Background: an optimization exercise with open tools, aiming at small area, a short achievable clock period and few clock cycles per item. Do not read the settings as production practice. Where RTL was checked, it was by simulation tests only, not by an equivalence proof against the original. No activity file was given, so power comes from the tool's default toggle rates.

## lane 1
==> flow/design.v <==
module subblock_chooser (
    input  wire        clk,
    input  wire        rst,
    input  wire        in_valid,
    output wire        in_ready,
    input  wire        in_first,
    input  wire        in_last,
    input  wire [23:0] in_value,
    input  wire [1:0]  in_hcnt,
    input  wire [23:0] in_hist1,
    input  wire [23:0] in_hist2,
    input  wire [23:0] in_hist3,
    output reg         out_valid,
    input  wire        out_ready,
    output reg  [1:0]  out_mode,
    output reg  [4:0]  out_param,
    output reg  [11:0] out_bits
);
    localparam NK = 23;             
    localparam NC = 4 * NK + 1;     
    localparam ESC = NK;            
    reg        rdy;                 
    reg  [1:0] outst;               
    assign in_ready = rdy;
    wire take     = in_valid && rdy;
    wire take_end = take && in_last;
    wire pop      = out_valid && out_ready;
    reg  [1:0] hold;
    wire [1:0] hold_n = take ? {in_last, in_first}
                             : (hold != 2'd0) ? hold - 2'd1 : 2'd0;
    wire [1:0] outst_n = outst + {1'b0, take_end} - {1'b0, pop};
    always @(posedge clk) begin
        if (rst) begin
            rdy   <= 1'b1;
            outst <= 2'd0;
            hold  <= 2'd0;
        end else begin
            outst <= outst_n;
            hold  <= hold_n;
            rdy   <= (hold_n == 2'd0) && (outst_n <= 2'd1);
        end
    end
    reg        conv, va, firsta, lasta;
    reg [23:0] xa, y1;
    reg [24:0] t1, t2;
    reg [1:0]  ha;
    wire signed [27:0] sx  = $signed(xa);
    wire signed [27:0] sy1 = $signed(y1);
    wire signed [27:0] st1 = $signed(t1);
    wire signed [27:0] st2 = $signed(t2);
    wire signed [27:0] d1  = sx - sy1;
    wire [24:0] c12 = $signed(y1) - $signed(t1);    
    wire [24:0] c23 = t1 - t2;                      
    always @(posedge clk) begin
        if (rst) begin
            conv <= 1'b0;
            va   <= 1'b0;
        end else begin
            conv <= take && in_first;
            va   <= (take && !in_first) || conv;
        end
        if (take) begin
            xa     <= in_value;
            firsta <= in_first;
            lasta  <= in_last;
        end
        if (take && in_first) begin
            y1 <= (in_hcnt != 2'd0) ? in_hist1 : 24'd0;
            t1 <= {in_hist2[23], in_hist2};
            t2 <= {in_hist3[23], in_hist3};
            ha <= in_hcnt;
        end else if (conv) begin
            t1 <= (ha >= 2'd2) ? c12 : 25'd0;
            t2 <= (ha == 2'd3) ? c23 : (ha == 2'd2) ? c12 : 25'd0;
        end else if (va) begin
            y1 <= xa;
            t1 <= (ha != 2'd0) ? d1[24:0] : 25'd0;
            t2 <= (ha == 2'd3) ? t1 : (ha == 2'd1) ? d1[24:0] : (ha == 2'd2) ? t1 : 25'd0;
            ha <= (ha == 2'd3) ? 2'd3 : ha + 2'd1;
        end
    end
    wire signed [27:0] d2 = sx - sy1 - st1;              
    wire signed [27:0] d3 = sx - sy1 - 2 * st1 + st2;    
    wire signed [27:0] e1n = d1;
    wire signed [27:0] e2n = d2;
    wire signed [27:0] e3n = d3;
    reg        v1, first1, last1;
    reg [23:0] e0;
    reg [24:0] e1;
    reg [25:0] e2;
    reg [26:0] e3;
    always @(posedge clk) begin
        if (rst)
            v1 <= 1'b0;
        else
            v1 <= va;
        first1 <= firsta;
        last1  <= lasta;
        e0 <= xa;
        e1 <= e1n[24:0];
        e2 <= e2n[25:0];
        e3 <= e3n[26:0];
    end
    wire [26:0] un [0:3];
    assign un[0] = {3'd0, e0[22:0], 1'b0} ^ {3'd0, {24{e0[23]}}};
    assign un[1] = {2'd0, e1[23:0], 1'b0} ^ {2'd0, {25{e1[24]}}};
    assign un[2] = {1'd0, e2[24:0], 1'b0} ^ {1'd0, {26{e2[25]}}};
    assign un[3] = {e3[25:0], 1'b0} ^ {27{e3[26]}};
    reg        vb, firstb, lastb, keepb;
    reg        shb;                 
    reg        rstd, rstd2;         
    reg        s1, s2, s3, s4, s5;  
    reg [26:0] uu  [0:3];
    reg [NK-1:0] sml [0:3];
    genvar gp, gk, gb;
    generate
        for (gp = 0; gp < 4; gp = gp + 1) begin : gsml
            wire [27:5] zh;
            assign zh[27] = 1'b1;
            for (gb = 5; gb < 27; gb = gb + 1) begin : gz
                assign zh[gb] = ~|un[gp][26:gb];
            end
            for (gk = 0; gk < NK; gk = gk + 1) begin : gk_
                always @(posedge clk)
                    sml[gp][gk] <= v1 && zh[gk+5]
                                   && !(un[gp][gk+4] && un[gp][gk+3]);
            end
            always @(posedge clk)
                uu[gp] <= un[gp];
        end
    endgenerate
    always @(posedge clk) begin
        if (rst)
            vb <= 1'b0;
        else
            vb <= v1;
        firstb <= first1;
        lastb  <= last1;
        keepb  <= !(v1 && first1);
        shb    <= (vb && lastb) || s1 || s2 || rst || rstd || rstd2;
        rstd   <= rst;
        rstd2  <= rstd;
    end
    reg [11:0] acc [0:4*NK-1];
    reg [11:0] esc;                 
    generate
        for (gp = 0; gp < 4; gp = gp + 1) begin : gmode
            for (gk = 0; gk < NK; gk = gk + 1) begin : gacc
                wire [4:0] q   = uu[gp][gk+4:gk];
                wire [5:0] g   = sml[gp][gk] ? (6'd47 - gk - {1'b0, q}) : 6'd0;
                wire [11:0] a  = {acc[gp*NK+gk][11:9] & {3{keepb}},
                                  acc[gp*NK+gk][8:0]};
                wire [6:0] c;
                wire [5:0] slo;
                assign c[0] = 1'b0;
                for (gb = 0; gb < 6; gb = gb + 1) begin : glo
                    assign slo[gb]  = a[gb] ^ g[gb] ^ c[gb];
                    assign c[gb+1]  = (a[gb] & g[gb]) | (a[gb] & c[gb]) | (g[gb] & c[gb]);
                end
                wire [5:0] pr;
                wire [5:0] shi;
                assign pr[0] = 1'b1;
                for (gb = 1; gb < 6; gb = gb + 1) begin : gpr
                    assign pr[gb] = pr[gb-1] & a[5+gb];
                end
                for (gb = 0; gb < 6; gb = gb + 1) begin : ghi
                    assign shi[gb] = a[6+gb] ^ (c[6] & pr[gb]);
                end
                wire [11:0] sum = (gk >= 16) ? {1'b0, shi[4:0], slo} : {shi, slo};
                always @(posedge clk) begin
                    acc[gp*NK+gk][11:3] <= shb ? acc[gp*NK+gk][8:0] : sum[11:3];
                    acc[gp*NK+gk][2:0]  <= shb ? 3'd0 : sum[2:0];
                end
            end
        end
    endgenerate
    always @(posedge clk)
        if (vb)
            esc <= firstb ? 12'd24 : esc + 12'd24;
    reg [NC-1:0] al;                
    reg [11:0]   mn;                
    reg [11:0]   esc5;              
    wire [2:0] escq = s1 ? esc[11:9] : s2 ? esc[8:6] : s3 ? esc[5:3] : esc[2:0];
    wire [2:0] cv [0:NC-1];
    genvar g;
    generate
        for (g = 0; g < NC; g = g + 1) begin : gcand
            if (g < NK)
                assign cv[g] = ~acc[g][11:9];
            else if (g == ESC)
                assign cv[g] = ~escq;
            else
                assign cv[g] = ~acc[g-1][11:9];
        end
    endgenerate
    wire [NC-1:0] bp [0:2];
    genvar gi, gj;
    generate
        for (gj = 0; gj < 3; gj = gj + 1) begin : gplane
            for (gi = 0; gi < NC; gi = gi + 1) begin : gbit
                assign bp[gj][gi] = cv[gi][gj];
            end
        end
    endgenerate
    wire [NC-1:0] ali = al | {NC{s1}};
    wire anyh = (s1 && |(~bp[2]))          || |(al & ~bp[2]);
    wire x    = (s1 && |(~bp[2] & ~bp[1])) || |(al & ~bp[2] & ~bp[1]);
    wire y    = (s1 && |(~bp[1]))          || |(al & ~bp[1]);
    wire anyl = anyh ? x : y;
    wire [NC-1:0] alm = ali & ~(bp[2] & {NC{anyh}}) & ~(bp[1] & {NC{anyl}});
    wire any0 = |(alm & ~bp[0]);
    wire [NC-1:0] aln = alm & ~(bp[0] & {NC{any0}});
    integer i;
    always @(posedge clk) begin
        if (rst) begin
            s1 <= 1'b0;
            s2 <= 1'b0;
            s3 <= 1'b0;
            s4 <= 1'b0;
            s5 <= 1'b0;
        end else begin
            s1 <= vb && lastb;
            s2 <= s1;
            s3 <= s2;
            s4 <= s3;
            s5 <= s4;
        end
        esc5 <= esc;
        al <= aln;
        mn <= {mn[8:0], !anyh, !anyl, !any0};
    end
    reg [1:0]  pm;
    reg [4:0]  pk;
    always @(*) begin
        pm = 2'd0;
        pk = 5'd0;
        for (i = NC - 1; i >= 0; i = i - 1) begin
            if (al[i]) begin
                if (i < NK) begin
                    pm = 2'd0;
                    pk = i;
                end else if (i == ESC) begin
                    pm = 2'd0;
                    pk = 5'd31;
                end else begin
                    pm = (i - 1) / NK;
                    pk = (i - 1) % NK;
                end
            end
        end
    end
    wire [11:0] bits = {esc5[10:0], 1'b0} + mn + 12'd9;
    reg        qv;
    reg [1:0]  qmode;
    reg [4:0]  qparam;
    reg [11:0] qbits;
    always @(posedge clk) begin
        if (rst) begin
            out_valid <= 1'b0;
            qv        <= 1'b0;
        end else begin
            if (!out_valid || out_ready) begin
                if (qv) begin
                    out_valid <= 1'b1;
                    out_mode  <= qmode;
                    out_param <= qparam;
                    out_bits  <= qbits;
                    qv        <= s5;
                    qmode     <= pm;
                    qparam    <= pk;
                    qbits     <= bits;
                end else begin
                    out_valid <= s5;
                    out_mode  <= pm;
                    out_param <= pk;
                    out_bits  <= bits;
                end
            end else if (s5) begin
                qv     <= 1'b1;
                qmode  <= pm;
                qparam <= pk;
                qbits  <= bits;
            end
        end
    end
endmodule
Settings: LEC_CHECK=0, CAP_MARGIN=50, CORE_MARGIN=2, CORE_UTILIZATION=60, PLACE_DENSITY=0.72, SLEW_MARGIN=70; clock period 20.0 ns.
run.sh (not shown) runs the stock make flow with config.mk's settings and CLKGATE_MAP_FILE= SYNTH_SCRIPT=/design/flow/synth_recipe.tcl, a recipe that flattens the netlist after the stock synthesis.
The inputs of lane 2 differ from those of lane 1 as listed below.
--- a/flow/design.v
+++ b/flow/design.v
@@ -25,9 +25,9 @@
     wire take     = in_valid && rdy;
     wire take_end = take && in_last;
     wire pop      = out_valid && out_ready;
-    reg  [1:0] hold;
-    wire [1:0] hold_n = take ? {in_last, in_first}
-                             : (hold != 2'd0) ? hold - 2'd1 : 2'd0;
+    reg  [2:0] hold;
+    wire [2:0] hold_n = take ? ((in_first && in_last) ? 3'd4 : {1'b0, in_last, in_first})
+                             : (hold != 3'd0) ? hold - 3'd1 : 3'd0;
     wire [1:0] outst_n = outst + {1'b0, take_end} - {1'b0, pop};
     always @(posedge clk) begin
         if (rst) begin
@@ -37,10 +37,10 @@
         end else begin
             outst <= outst_n;
             hold  <= hold_n;
-            rdy   <= (hold_n == 2'd0) && (outst_n <= 2'd1);
-        end
-    end
-    reg        conv, va, firsta, lasta;
+            rdy   <= (hold_n == 3'd0) && (outst_n <= 2'd1);
+        end
+    end
+    reg        conv, conv2, va, firsta, lasta;
     reg [23:0] xa, y1;
     reg [24:0] t1, t2;
     reg [1:0]  ha;
@@ -53,11 +53,13 @@
     wire [24:0] c23 = t1 - t2;                      
     always @(posedge clk) begin
         if (rst) begin
-            conv <= 1'b0;
-            va   <= 1'b0;
-        end else begin
-            conv <= take && in_first;
-            va   <= (take && !in_first) || conv;
+            conv  <= 1'b0;
+            conv2 <= 1'b0;
+            va    <= 1'b0;
+        end else begin
+            conv  <= take && in_first;
+            conv2 <= conv && lasta;
+            va    <= (take && !in_first) || (conv && !lasta) || conv2;
         end
         if (take) begin
             xa     <= in_value;
@@ -202,14 +204,17 @@
             end
         end
     endgenerate
-    wire [NC-1:0] ali = al | {NC{s1}};
-    wire anyh = (s1 && |(~bp[2]))          || |(al & ~bp[2]);
-    wire x    = (s1 && |(~bp[2] & ~bp[1])) || |(al & ~bp[2] & ~bp[1]);
-    wire y    = (s1 && |(~bp[1]))          || |(al & ~bp[1]);
+    wire anyh = |(al & ~bp[2]);
+    wire x    = |(al & ~bp[2] & ~bp[1]);
+    wire y    = |(al & ~bp[1]);
     wire anyl = anyh ? x : y;
-    wire [NC-1:0] alm = ali & ~(bp[2] & {NC{anyh}}) & ~(bp[1] & {NC{anyl}});
-    wire any0 = |(alm & ~bp[0]);
-    wire [NC-1:0] aln = alm & ~(bp[0] & {NC{any0}});
+    wire z00  = |(al & ~bp[2] & ~bp[1] & ~bp[0]);
+    wire z01  = |(al & ~bp[2] &  bp[1] & ~bp[0]);
+    wire z10  = |(al &  bp[2] & ~bp[1] & ~bp[0]);
+    wire z11  = |(al &  bp[2] &  bp[1] & ~bp[0]);
+    wire any0 = anyh ? (anyl ? z00 : z01) : (anyl ? z10 : z11);
+    wire [NC-1:0] aln = al & ~(bp[2] & {NC{anyh}}) & ~(bp[1] & {NC{anyl}})
+                           & ~(bp[0] & {NC{any0}});
     integer i;
     always @(posedge clk) begin
         if (rst) begin
@@ -226,7 +231,7 @@
             s5 <= s4;
         end
         esc5 <= esc;
-        al <= aln;
+        al <= (s1 || s2 || s3 || s4) ? aln : {NC{1'b1}};
         mn <= {mn[8:0], !anyh, !anyl, !any0};
     end
     reg [1:0]  pm;
### Flow results
Lane 2 reached the final stage; the timing, DRC and antenna checks on its layout passed.
In summary, lane 1 completed successfully, with a layout that passed the timing, DRC and antenna checks.
Relative to lane 1, proportion of final cell area spent on non-clock buffers has increased by 0.35 points in lane 2.
Lane 2 vs lane 1 — worst path arrival time dropped 4.83 ns.
Post-route cell area: lane 2 > lane 1
Between lane 2 and lane 1, the clock tree skew after final layout figures differ only marginally.
Lane 2 ends up with lower final critical-path required period than lane 1 does.
Number of well taps: lane 2 vs lane 1 up about 1.4%
Diff lane 1 and lane 2: total track usage lower in lane 1
register to output port as the critical path class was reported by lane 2, and register to register by lane 1.
Fraction of the core area covered by cells at the end of the flow: lane 1 vs lane 2, no meaningful difference
Lane 2 against lane 1: worst setup margin rose by 0.12 ns, basic-gate share of the synthesized area counting and, or, nand and nor cells rose by 2.3 points.
| layout overhead on the synthesized area | lane 1 vs lane 2 | ≈ equal |
Of lane 1 and lane 2, the run reporting the higher netlist area before placement was lane 2.
Testbench counts of lane 2, summed over its fixed seeds: cycles 75,117, subblocks 1,280.
No functional check of the RTL was part of lane 1.

* * *

## old
Another version of the RTL of subblock_chooser (not shown whole).
Size: about 9700 cells after synthesis, about 1700 flip-flops, about 130 I/O pins.
==> flow/config.mk <==
export PLATFORM = sky130hd
export DESIGN_NAME = subblock_chooser
export DESIGN_NICKNAME = subblock_chooser
export VERILOG_FILES = /design/flow/design.v
export SDC_FILE = /design/flow/constraint.sdc
export NUM_CORES = 4
export LEC_CHECK = 0
export CAP_MARGIN = 50
export CORE_MARGIN = 2
export CORE_UTILIZATION = 60
export PLACE_DENSITY = 0.72
export SLEW_MARGIN = 70
==> flow/constraint.sdc <==
create_clock -name core_clock -period 20.0 [get_ports {clk}]
set_input_delay 4.0000 -clock core_clock [delete_from_list [all_inputs] [get_ports {clk}]]
set_output_delay 4.0000 -clock core_clock [all_outputs]
set_load 0.01 [all_outputs]
old completed every stage of the flow, and the final layout passed the timing, DRC and antenna checks.
Testbench counts of old, summed over its fixed seeds: cycles 75,117, subblocks 1,280.
[inputs] new vs old
--- a/flow/design.v
+++ b/flow/design.v
@@ -106,28 +106,23 @@
     assign un[3] = {e3[25:0], 1'b0} ^ {27{e3[26]}};
     reg        vb, firstb, lastb, keepb;
     reg        shb;                 
     reg        rstd, rstd2;         
     reg        s1, s2, s3, s4, s5;  
     reg [26:0] uu  [0:3];
     reg [NK-1:0] sml [0:3];
     genvar gp, gk, gb;
     generate
         for (gp = 0; gp < 4; gp = gp + 1) begin : gsml
-            wire [27:5] zh;
-            assign zh[27] = 1'b1;
-            for (gb = 5; gb < 27; gb = gb + 1) begin : gz
-                assign zh[gb] = ~|un[gp][26:gb];
-            end
             for (gk = 0; gk < NK; gk = gk + 1) begin : gk_
                 always @(posedge clk)
-                    sml[gp][gk] <= v1 && zh[gk+5]
+                    sml[gp][gk] <= v1 && ~|un[gp][26:gk+5]
                                    && !(un[gp][gk+4] && un[gp][gk+3]);
             end
             always @(posedge clk)
                 uu[gp] <= un[gp];
         end
     endgenerate
     always @(posedge clk) begin
         if (rst)
             vb <= 1'b0;
         else
==> summary.txt <==
- Per the comparison of new with old, floorplan die area now smaller, count of cells along the worst register-to-register path now larger, number of distinct standard cells referenced by the synthesized netlist now smaller.
- Changes observed in new relative to old: first-pass detailed-route iteration total now sits lower; worst setup margin now sits higher; final-layout clock buffer total rose by 1.3%.
- Re switching share of power: old was higher than new.
For new, only the layout was checked, not whether the RTL still works.

-- what the ideal ports hide --
In the flow no input, the clock included, has a driving cell. The finished layouts below were timed again as built, in two steps. Step 1 sets driving cells, clkbuf_16 on the clock port and buf_2 on the other inputs (assumed; they add their load-dependent delay and slew). Step 2 also shifts input and output timing later by t, the mid clock arrival at the registers, as if the neighbouring blocks saw the same clock. Three values: ideal ports, drivers, drivers and shift; two values: the first two.
| run | shift t [ns] | setup WS [ns] | worst register clock-pin slew, ns |
|---|---|---|---|
| lane 1 | 0.883 | 14.072 / 14.072 / 13.885 | 0.07 / 0.07 |
| lane 2 | 0.918 | 14.193 / 14.114 / 13.420 | 0.07 / 0.07 |
| old | 0.912 | 13.400 / 13.400 / 13.400 | 0.07 / 0.07 |
| new | 0.893 | 14.013 / 14.013 / 13.885 | 0.07 / 0.07 |
After both steps setup and hold are still met in every run listed. For lane 2, which loses most, drivers alone change the setup slack by -0.079 ns; drivers and shift together by -0.773 ns.
